This design comes from an exercise in tuning for small area and a short achievable clock period on the open sky130 flow, not from production work.
The RTL was checked by simulation tests, not by an equivalence proof against the original design.

Design vec_fma, start of the top module:
module vec_fma (
    input  wire        clk,
    input  wire        rst,
    input  wire        in_valid,
    input  wire [31:0] in_a,
    input  wire [31:0] in_b,
    input  wire [31:0] in_c,
    output reg         out_valid,
    output reg  [31:0] out_r
);
    reg        s0_valid;
    reg [31:0] s0_a, s0_b, s0_c;
    reg        s0_afz, s0_bfz, s0_cfz, s0_aez, s0_bez, s0_cez;
    always @(posedge clk) begin
        if (rst) s0_valid <= 1'b0;
        else     s0_valid <= in_valid;
        s0_a <= in_a;
        s0_b <= in_b;
        s0_c <= in_c;
        s0_afz <= (in_a[22:0] == 23'd0);
        s0_bfz <= (in_b[22:0] == 23'd0);
        s0_cfz <= (in_c[22:0] == 23'd0);
        s0_aez <= (in_a[30:23] == 8'd0);
        s0_bez <= (in_b[30:23] == 8'd0);
        s0_cez <= (in_c[30:23] == 8'd0);
    end
    wire       sa = s0_a[31];
    wire       sb = s0_b[31];
    wire       sc = s0_c[31];
    wire [7:0] ea = s0_a[30:23];
    wire [7:0] eb = s0_b[30:23];
    wire [7:0] ec = s0_c[30:23];
    wire a_ez = s0_aez, b_ez = s0_bez, c_ez = s0_cez;
    wire a_e1 = (ea == 8'hFF), b_e1 = (eb == 8'hFF), c_e1 = (ec == 8'hFF);
    wire a_fz = s0_afz;
    wire b_fz = s0_bfz;
    wire c_fz = s0_cfz;
    wire [23:0] mb = {~s0_bez, s0_b[22:0]};
    wire a_zero = a_ez & a_fz, b_zero = b_ez & b_fz, c_zero = c_ez & c_fz;
    wire a_inf  = a_e1 & a_fz, b_inf  = b_e1 & b_fz, c_inf  = c_e1 & c_fz;
    wire a_nan  = a_e1 & ~a_fz, b_nan = b_e1 & ~b_fz, c_nan = c_e1 & ~c_fz;
    wire [23:0] ma = {~a_ez, s0_a[22:0]};
    wire [23:0] mc = {~c_ez, s0_c[22:0]};
  ...
Size in the first run: roughly 6300 cells after synthesis, about 360 flip-flops, about 130 I/O pins, about 46000 µm² of cells after synthesis.
Settings: LEC_CHECK=0, ABC_AREA=0, CAP_MARGIN=20, CORE_MARGIN=2, CORE_UTILIZATION=40, SLEW_MARGIN=20; clock period 25.0 ns.
standard.sh (not shown) runs the stock make flow with config.mk's settings and CLKGATE_MAP_FILE= SYNTH_SCRIPT=/design/flow/synth_recipe.tcl, a recipe that flattens the netlist after the stock synthesis.
==> flow/flow/run.sh <==
#!/bin/bash
# Standard ORFS layout; repair_timing aims for a setup slack of at least
# 18.95 ns at the design's clock period.
set -euo pipefail
bash standard.sh SETUP_SLACK_MARGIN=18.95 'BUFFER_PORTS_ARGS=-buffer_cell sky130_fd_sc_hd__buf_2' finish > standard.log 2>&1
Change:
- ABC_AREA: 0 -> 1
Outcome: Area after synthesis went down by 11%. Critical path depth went down by 28. Via count went down by 16%. Cell area went down by 14%.

Setup of run A:
vec_fma, a different RTL version from the one above (not shown whole).
Size: about 5900 cells after synthesis, about 41000 sq um of cells after synthesis.
Settings: LEC_CHECK=0, ABC_AREA=1, CAP_MARGIN=20, CORE_MARGIN=2, CORE_UTILIZATION=40, CTS_CLUSTER_DIAMETER=120, CTS_CLUSTER_SIZE=24, SLEW_MARGIN=20; clock period 25.0 ns.
==> flow/flow/run.sh <==
#!/bin/bash
# Standard ORFS layout; repair_timing aims for a setup slack of at least
# 18.9 ns at the design's clock period.
set -euo pipefail
bash standard.sh SETUP_SLACK_MARGIN=18.9 'BUFFER_PORTS_ARGS=-buffer_cell sky130_fd_sc_hd__buf_2' finish > standard.log 2>&1
The following lists how run B was set up differently from run A:
- removing CTS_CLUSTER_DIAMETER (formerly 120)
- removing CTS_CLUSTER_SIZE (formerly 24)
==> flow/flow/run.sh <==
#!/bin/bash
# Standard ORFS layout; repair_timing aims for a setup slack of at least
# 18.95 ns at the design's clock period.
set -euo pipefail
bash standard.sh SETUP_SLACK_MARGIN=18.95 'BUFFER_PORTS_ARGS=-buffer_cell sky130_fd_sc_hd__buf_2' finish > standard.log 2>&1
Results
For run B and run A, there was not a single run that failed to finish clean. From run B to run A, cell depth of the worst hold path did not move at all. Against run A, the final cell area of run B is higher. Total wirelength of the detailed-routed design, run B and run A, higher one = run B. The lower initial antenna violation count of run B and run A is in run B. Diff run A..run B | portion of the clock cycle consumed by the worst path in the final layout | negligible. Compared with run A, run B shows a minimum clock period after layout that is 16 ps lower. The core of run B is more densely filled than that of run A. Compared with run A, run B shows a number of clock-tree buffers in the layout that is 34 higher.
Input-level comparison between run C and run B:
- CORE_UTILIZATION changed from 40 to 50
- CTS_CLUSTER_DIAMETER newly set to 120
- CTS_CLUSTER_SIZE newly set to 24
Findings:
Against run B, number of nets in the layout in run C fell slightly. Run B → run C: placement-stage worst setup slack lower, area of the multi-input gates roughly the same, critical path depth higher, sequential share of layout area higher, number of setup buffers added after CTS higher. Cell count: run C lower than run B. Between run B and run C, the difference in data-path buffer share of cell area in the final layout is negligible. As far as setup slack after layout is concerned, run B and run C perform about the same. Global-route wire length before repair: higher on run B. In the metrics for run B and run C, the one carrying the lower worst endpoint required time is run B.

Setup of run 1:
vec_fma, a different RTL version from the one above (not shown whole).
For scale: ~5900 cells after synthesis, roughly 380 flip-flops, about 130 I/O pins, ~41000 um2 of cells after synthesis.
Design vec_fma, start of the top module:
module vec_fma (
    input  wire        clk,
    input  wire        rst,
    input  wire        in_valid,
    input  wire [31:0] in_a,
    input  wire [31:0] in_b,
    input  wire [31:0] in_c,
    output reg         out_valid,
    output reg  [31:0] out_r
);
    reg        s0_valid;
    reg [31:0] s0_a, s0_b, s0_c;
    wire [25:0] ibx = {2'b00, in_b[30:23] != 8'd0, in_b[22:0]};
    wire [12:0] e_one, e_two;
    wire [12:0] e_neg;
    genvar gk;
    generate
        for (gk = 0; gk < 13; gk = gk + 1) begin : g_benc
            wire x2 = ibx[2*gk+1];
            wire x1 = ibx[2*gk];
            wire x0 = (gk == 0) ? 1'b0 : ibx[2*gk-1];
            assign e_one[gk] = x1 ^ x0;
            assign e_two[gk] = (x2 & ~x1 & ~x0) | (~x2 & x1 & x0);
            assign e_neg[gk] = x2;
        end
    endgenerate
    reg [12:0] s0_one, s0_two;
    reg [11:0] s0_neg;
    reg        s0_afz, s0_bfz, s0_cfz, s0_aez, s0_bez, s0_cez;
    always @(posedge clk) begin
        if (rst) s0_valid <= 1'b0;
  ...
export LEC_CHECK = 0
export ABC_AREA = 1
export CAP_MARGIN = 20
export CORE_MARGIN = 2
export CORE_UTILIZATION = 40
export SLEW_MARGIN = 20
create_clock -name core_clock -period 25.0 [get_ports {clk}]
==> flow/flow/run.sh <==
#!/bin/bash
# Standard ORFS layout, with repair_timing aiming for setup slack of at
# least 19 ns at the design's clock period.
set -euo pipefail
bash standard.sh SETUP_SLACK_MARGIN=19 finish > standard.log 2>&1
[inputs] run 2 vs run 1
==> flow/flow/run.sh <==
#!/bin/bash
# Standard ORFS layout; repair_timing aims for a setup slack of at least
# 19 ns at the design's clock period.
set -euo pipefail
bash standard.sh SETUP_SLACK_MARGIN=19 'BUFFER_PORTS_ARGS=-buffer_cell sky130_fd_sc_hd__buf_2' finish > standard.log 2>&1
Results
Taking run 1 as the reference, in run 2 relative area change from synthesis to final layout now sits higher, post-layout instance area neither gained nor lost much, sum of met3 wire segment lengths after detailed routing increased by 12% relative to the old numbers. Run 2 went all the way through synthesis, placement and routing and the layout is clean on timing, DRC and antenna.
Relative to run 2, the following input files were edited for run 3:
==> flow/flow/run.sh <==
#!/bin/bash
# Standard ORFS layout, with repair_timing aiming for setup slack of at
# least 18 ns at the design's clock period.
set -euo pipefail
bash standard.sh SETUP_SLACK_MARGIN=18 finish > standard.log 2>&1
-- flow/config.mk --
<<< run 2, line 9
export CAP_MARGIN = 20
export CORE_MARGIN = 2
export CORE_UTILIZATION = 40
export SLEW_MARGIN = 20
>>> run 3, line 9
export CAP_MARGIN = 20
export CORE_MARGIN = 2
export CORE_UTILIZATION = 60
export SLEW_MARGIN = 20
Notes after the runs:
- Run 3 was carried through to the last stage, and its layout satisfied the timing, design-rule and antenna checks.
- Run 3 vs. run 2: final design area excluding fillers down about 7%, summed instance area of the synthesized netlist ~0 delta, wire length decreased 7.6%, number of standard cells in the final layout excluding fillers dropped 8.5%.
- The lower via count of the first global-routing pass of run 2 and run 3 is in run 3.
- Area added between synthesis and finish ended up 7.7 points lower on run 3 than on run 2.
- Looking at post-CTS setup buffer count, run 3 sits below run 2.
### run 3 -> run 4
==> flow/flow/run.sh <==
#!/bin/bash
# Standard ORFS layout; repair_timing aims for a setup slack of at least
# 19 ns at the design's clock period.
set -euo pipefail
bash standard.sh SETUP_SLACK_MARGIN=19  finish > standard.log 2>&1
-- flow/config.mk --
<<< run 3, line 9
export CAP_MARGIN = 20
export CORE_MARGIN = 2
export CORE_UTILIZATION = 60
export SLEW_MARGIN = 20
>>> run 4, line 9
export CAP_MARGIN = 20
export CORE_MARGIN = 2
export CORE_UTILIZATION = 40
export CTS_BUF_LIST = sky130_fd_sc_hd__clkbuf_8
export SLEW_MARGIN = 20
### Flow results
Side by side, initial cell density of the core turned out lower in run 4 than in run 3.
Going from run 3 to run 4, sequential standard cell area increased by 99 um2 relative to the old numbers; count of clock-buffer cells in the layout saw an increase; pre-CTS worst setup slack down 140 ps.
NOTE layout inverter count without the clock tree run 3->run 4 increased slightly
Endpoint arrival time on the critical path was higher in the run labelled run 3.
In the reports for run 3 and run 4, the larger post-placement cell count belongs to run 4.
Between run 4 and run 3, it is run 4 whose number of design-rule violations left by the first detailed-router iteration is lower, by 12%.
#### Input delta (run 5 over run 4)
==> flow/flow/run.sh <==
#!/bin/bash
# Standard ORFS layout, with repair_timing aiming for setup slack of at
# least 18 ns at the design's clock period.
set -euo pipefail
bash standard.sh SETUP_SLACK_MARGIN=18 finish > standard.log 2>&1
-- flow/config.mk --
<<< run 4, line 10
export CORE_MARGIN = 2
export CORE_UTILIZATION = 40
export CTS_BUF_LIST = sky130_fd_sc_hd__clkbuf_8
export SLEW_MARGIN = 20
>>> run 5, line 10
export CORE_MARGIN = 2
export CORE_UTILIZATION = 40
export SLEW_MARGIN = 20
Run 5 finished every step from synthesis to the final layout, and the layout passed the timing, design-rule and antenna checks.
Run 4 -> run 5: area of the mapped netlist delta 0, exact match
Summary of the comparison: share of the final layout cell area in multi-input gates is higher in run 5, relative to run 4.
[run 5] data arrival at the endpoint of the critical path rose 6010 ps relative to run 4
Total of plain and repair buffers excluding clock buffers went down by more than a quarter going from run 4 to run 5.
Run 5 vs run 4 — first-iteration DRC count dropped by a little under 10%
Maximum single-stage delay on the critical path ended up 160 ps higher on run 5 than on run 4.
Run 5 against run 4; wire length on met3 is down by more than 10%.
Status: number of combinational gates with multiple inputs parity (run 4, run 5)
Any difference in number of slew-limit violations in the final report between run 5 and run 4 is small enough to ignore.
When the final numbers for run 5 and run 4 were put side by side, the clock network area share turned out to be smaller in run 4.
Setup changes, run 5 to run 6
==> flow/flow/run.sh <==
#!/bin/bash
# Standard ORFS layout, with repair_timing aiming for setup slack of at
# least 17 ns at the design's clock period.
set -euo pipefail
bash standard.sh SETUP_SLACK_MARGIN=17 finish > standard.log 2>&1
==> run notes <==
- Changes observed in run 6 relative to run 5: portion of netlist area occupied by mux cells essentially unchanged, worst slew margin relative to its limit lost 5.0 points, fmax lower, data arrival time of the critical path grew by 690 ps.
- met1 demand-to-capacity share in global routing for run 6 is lower than for run 5.
- Delta (run 6 minus run 5): worst-case setup margin in the final layout went down; hold slack did not really move; routed wire length per instance went down.
- Comparing run 6 against run 5, there is no change at all in post-detailed-placement cell area.
- Compared with run 5, run 6 shows final area that has gone down slightly.

[what the ideal ports hide]
No port has a modelled driver above. Below, the same layouts with a new extraction and two added sets of constraints. Step 1 sets driving cells, clkbuf_16 on the clock port and buf_2 on the other inputs (assumed; they add their load-dependent delay and slew). Step 2, shift: input delay + t, output delay - t, t = (earliest + latest rising clock arrival at the registers) / 2. This alone moves slack from input paths to output paths. Three values: ideal, step 1, step 2; two values: the first two.
run | t (ns) | setup slack, ns | latest minus earliest clock arrival (ns) | worst data-port slew with drivers (ns)
the first run of note 1 | 0.693 | 18.306 / 18.306 / 18.306 | 0.034 / 0.033 | 0.06
the second run of note 1 | 0.682 | 18.904 / 18.840 / 18.803 | 0.028 / 0.028 | 0.04
run A | 0.699 | 18.928 / 18.854 / 18.474 | 0.036 / 0.036 | 0.06
run B | 0.693 | 18.944 / 18.870 / 18.452 | 0.040 / 0.040 | 0.06
run C | 0.667 | 18.943 / 18.875 / 18.327 | 0.037 / 0.037 | 0.06
run 1 | 0.680 | 18.946 / 18.876 / 18.433 | 0.018 / 0.018 | 0.06
run 2 | 0.696 | 18.948 / 18.873 / 18.615 | 0.021 / 0.020 | 0.14
run 3 | 0.665 | 18.310 / 18.310 / 18.256 | 0.030 / 0.030 | 0.05
run 4 | 0.787 | 18.850 / 18.778 / 18.394 | 0.063 / 0.064 | 0.06
run 5 | 0.680 | 18.330 / 18.330 / 17.890 | 0.015 / 0.014 | 0.06
run 6 | 0.683 | 17.642 / 17.642 / 17.642 | 0.014 / 0.014 | 0.06
After both steps every run listed still meets setup and hold. For run C, which loses most, drivers alone change the setup slack by -0.068 ns; drivers and shift together by -0.616 ns.
